Context: an optimization exercise on an open-source flow, tuned for small area, a short achievable clock period and few clock cycles. The choices shown serve that exercise and are no tape-out recipe.
The RTL was checked by simulation tests, not by an equivalence proof against the original design.

==> flow/design.v (excerpt) <==
module comb_divsqrt (
    input  wire        clk,
    input  wire        rst,        
    input  wire        start,      
    input  wire        op,         
    input  wire        sat,
    input  wire [55:0] a,          
    input  wire [55:0] b,          
    output wire        ready,
    output reg         done,
    output wire [55:0] result,
    output reg         flag_n,
    output reg         flag_z,
    output reg         flag_v,
    output reg         trap
);
    localparam S_IDLE = 2'd0, S_PREP = 2'd1, S_ITER = 2'd2, S_FIN = 2'd3;
    reg  [1:0]  state;
    reg  [5:0]  cnt;
    reg         r_sqrt, r_sat, r_neg;    
    reg         c_x;                     
    reg         r_bneg;                  
    reg         r_trap, r_zero, first;
    reg  [2:0]  q0;                      
    reg  [5:0]  lza, lzb;                
    reg         a_p2;                    
    reg         s_b, s_t, s_0;           
    reg  [58:0] R;       
    reg  [57:0] B;       
    reg  [55:0] Q;       
    reg         f2, f_g, f_tie, f_even, f_negd, f_pos, f_ovs, f_trap, f_vsq;
    assign ready  = (state == S_IDLE) || (state == S_FIN);
    assign result = Q;
    wire take = start && ready;
    function [12:0] isqrt6(input [5:0] t);
        case (t)
            6'd0: isqrt6 = {3'd0, 4'd0, 3'd0, 3'd0};
            6'd1: isqrt6 = {3'd1, 4'd0, 3'd1, 3'd0};
            6'd2: isqrt6 = {3'd1, 4'd1, 3'd1, 3'd0};
            6'd3: isqrt6 = {3'd1, 4'd2, 3'd1, 3'd0};
            6'd4: isqrt6 = {3'd2, 4'd0, 3'd1, 3'd1};
            6'd5: isqrt6 = {3'd2, 4'd1, 3'd1, 3'd1};
            6'd6: isqrt6 = {3'd2, 4'd2, 3'd1, 3'd1};
            6'd7: isqrt6 = {3'd2, 4'd3, 3'd1, 3'd1};
            6'd8: isqrt6 = {3'd2, 4'd4, 3'd1, 3'd1};
            6'd9: isqrt6 = {3'd3, 4'd0, 3'd2, 3'd1};
            6'd10: isqrt6 = {3'd3, 4'd1, 3'd2, 3'd1};
            6'd11: isqrt6 = {3'd3, 4'd2, 3'd2, 3'd1};
  ...
For scale: roughly 180 I/O pins.
Settings: LEC_CHECK=0, ABC_AREA=1, CAP_MARGIN=20, CORE_MARGIN=2, CORE_UTILIZATION=40, PLACE_DENSITY=0.7, SETUP_SLACK_MARGIN=5, SLEW_MARGIN=20; clock period 9.0 ns.
standard.sh (not shown) runs the stock make flow with config.mk's settings and CLKGATE_MAP_FILE= SYNTH_SCRIPT=/design/flow/synth_recipe.tcl, a recipe that flattens the netlist after the stock synthesis.
==> flow/flow/run.sh <==
#!/bin/bash
# The standard layout (the standard.sh, unchanged synthesis and steps),
# with one difference: the port buffers that global placement inserts are
# plain sky130_fd_sc_hd__buf_1 cells instead of the flow's default pick
# (clkdlybuf4s50_1, a slower delay cell of larger area). Every input and
# output port still gets its buffer. The make output goes to standard.log;
# each ORFS step's full log stays under orfs/logs/.
set -euo pipefail
bash standard.sh "BUFFER_PORTS_ARGS=-buffer_cell sky130_fd_sc_hd__buf_1" finish > standard.log 2>&1
The first run ran to the end with no violations.
Testbench counts at the start, summed over its fixed seeds: cycles 37,870.
Edit:
CORE_UTILIZATION = 50   (was 40)
PLACE_DENSITY = default   (was 0.7)
The changed run completed with no timing, DRC or antenna violations.
Design area hardly moves.
Synthesized area does not change.
Clock skew shrinks by 0.0093 ns.
Edit:
==> flow/run.sh (new file) <==
#!/bin/bash
# synth_recipe.tcl (not shown) runs the flow's synth.tcl, then flattens the netlist and writes it again
# the make line also repeats each setting of config.mk as NAME=value (left out here)
make -C /OpenROAD-flow-scripts/flow DESIGN_CONFIG=/design/flow/config.mk WORK_HOME=/design/flow/orfs CLKGATE_MAP_FILE= SYNTH_SCRIPT=/design/flow/synth_recipe.tcl finish
CORE_UTILIZATION = 40   (was 50)
removed: flow/flow/run.sh
removed: flow/standard.sh
What happened: Design area increases by 4.2%; setup slack improved by 0.067 ns; final cell count came out higher by 3.3%; sequential share of layout area is lower by 0.71 points; via count came out higher by 0.65%; wire length is higher by 4.7%; global-route usage fell by 6.8 points; fmax came out higher by 1.7%; worst hold slack is about the same; area after synthesis does not change.
Edit:
==> flow/flow/run.sh (new file) <==
#!/bin/bash
# The standard layout (the standard.sh, unchanged synthesis and steps),
# with one difference: the port buffers that global placement inserts are
# plain sky130_fd_sc_hd__buf_1 cells instead of the flow's default pick
# (clkdlybuf4s50_1, a slower delay cell of larger area). Every input and
# output port still gets its buffer. The make output goes to standard.log;
# each ORFS step's full log stays under orfs/logs/.
set -euo pipefail
bash standard.sh "BUFFER_PORTS_ARGS=-buffer_cell sky130_fd_sc_hd__buf_1" finish > standard.log 2>&1
==> flow/standard.sh (new file) <==
#!/bin/bash
# synth_recipe.tcl (not shown) runs the flow's synth.tcl, then flattens the netlist and writes it again
# the make line also repeats each setting of config.mk as NAME=value (left out here)
make -C /OpenROAD-flow-scripts/flow DESIGN_CONFIG=/design/flow/config.mk WORK_HOME=/design/flow/orfs CLKGATE_MAP_FILE= SYNTH_SCRIPT=/design/flow/synth_recipe.tcl "${@:-finish}"
removed: flow/run.sh
Non-clock buffer count came out lower by 20.
Routed wire length came out lower by 3.5%.
Synthesized cell count is unchanged.
Final area came out lower by 4.5%.

what the ideal ports hide:
In the flow no input, the clock included, has a driving cell. The finished layouts below were timed again as built, in two steps.
Step 1, drivers: a clkbuf_16 drives clk and a buf_2 each remaining input, both assumed.
Step 2 moves the port delays by t, midway between the first and last clock arrival at a register: inputs arrive t later, outputs are due t later. That takes back most of the time a late clock gives input paths.
Slacks: no drivers / after step 1 / after step 2; pairs: no drivers / after step 1.
| run | t (ns) | setup WS [ns] | hold WS [ns] | clock arrival spread, ns | pins driven straight from the clock port |
|---|---|---|---|---|---|
| the first run | 0.684 | 5.028 / 5.028 / 4.485 | 0.327 / 0.327 / 0.327 | 0.023 / 0.023 | 1 |
| the second run | 0.690 | 5.021 / 5.021 / 4.472 | 0.328 / 0.328 / 0.328 | 0.013 / 0.013 | 1 |
| the third run | 0.669 | 5.088 / 5.037 / 4.462 | 0.328 / 0.328 / 0.328 | 0.050 / 0.050 | 1 |
| the fourth run | 0.686 | 5.045 / 5.045 / 4.455 | 0.326 / 0.326 / 0.326 | 0.042 / 0.042 | 1 |
After both steps setup and hold are still met in every run listed. For the third run, which loses most, drivers alone change the setup slack by -0.051 ns; drivers and shift together by -0.626 ns.
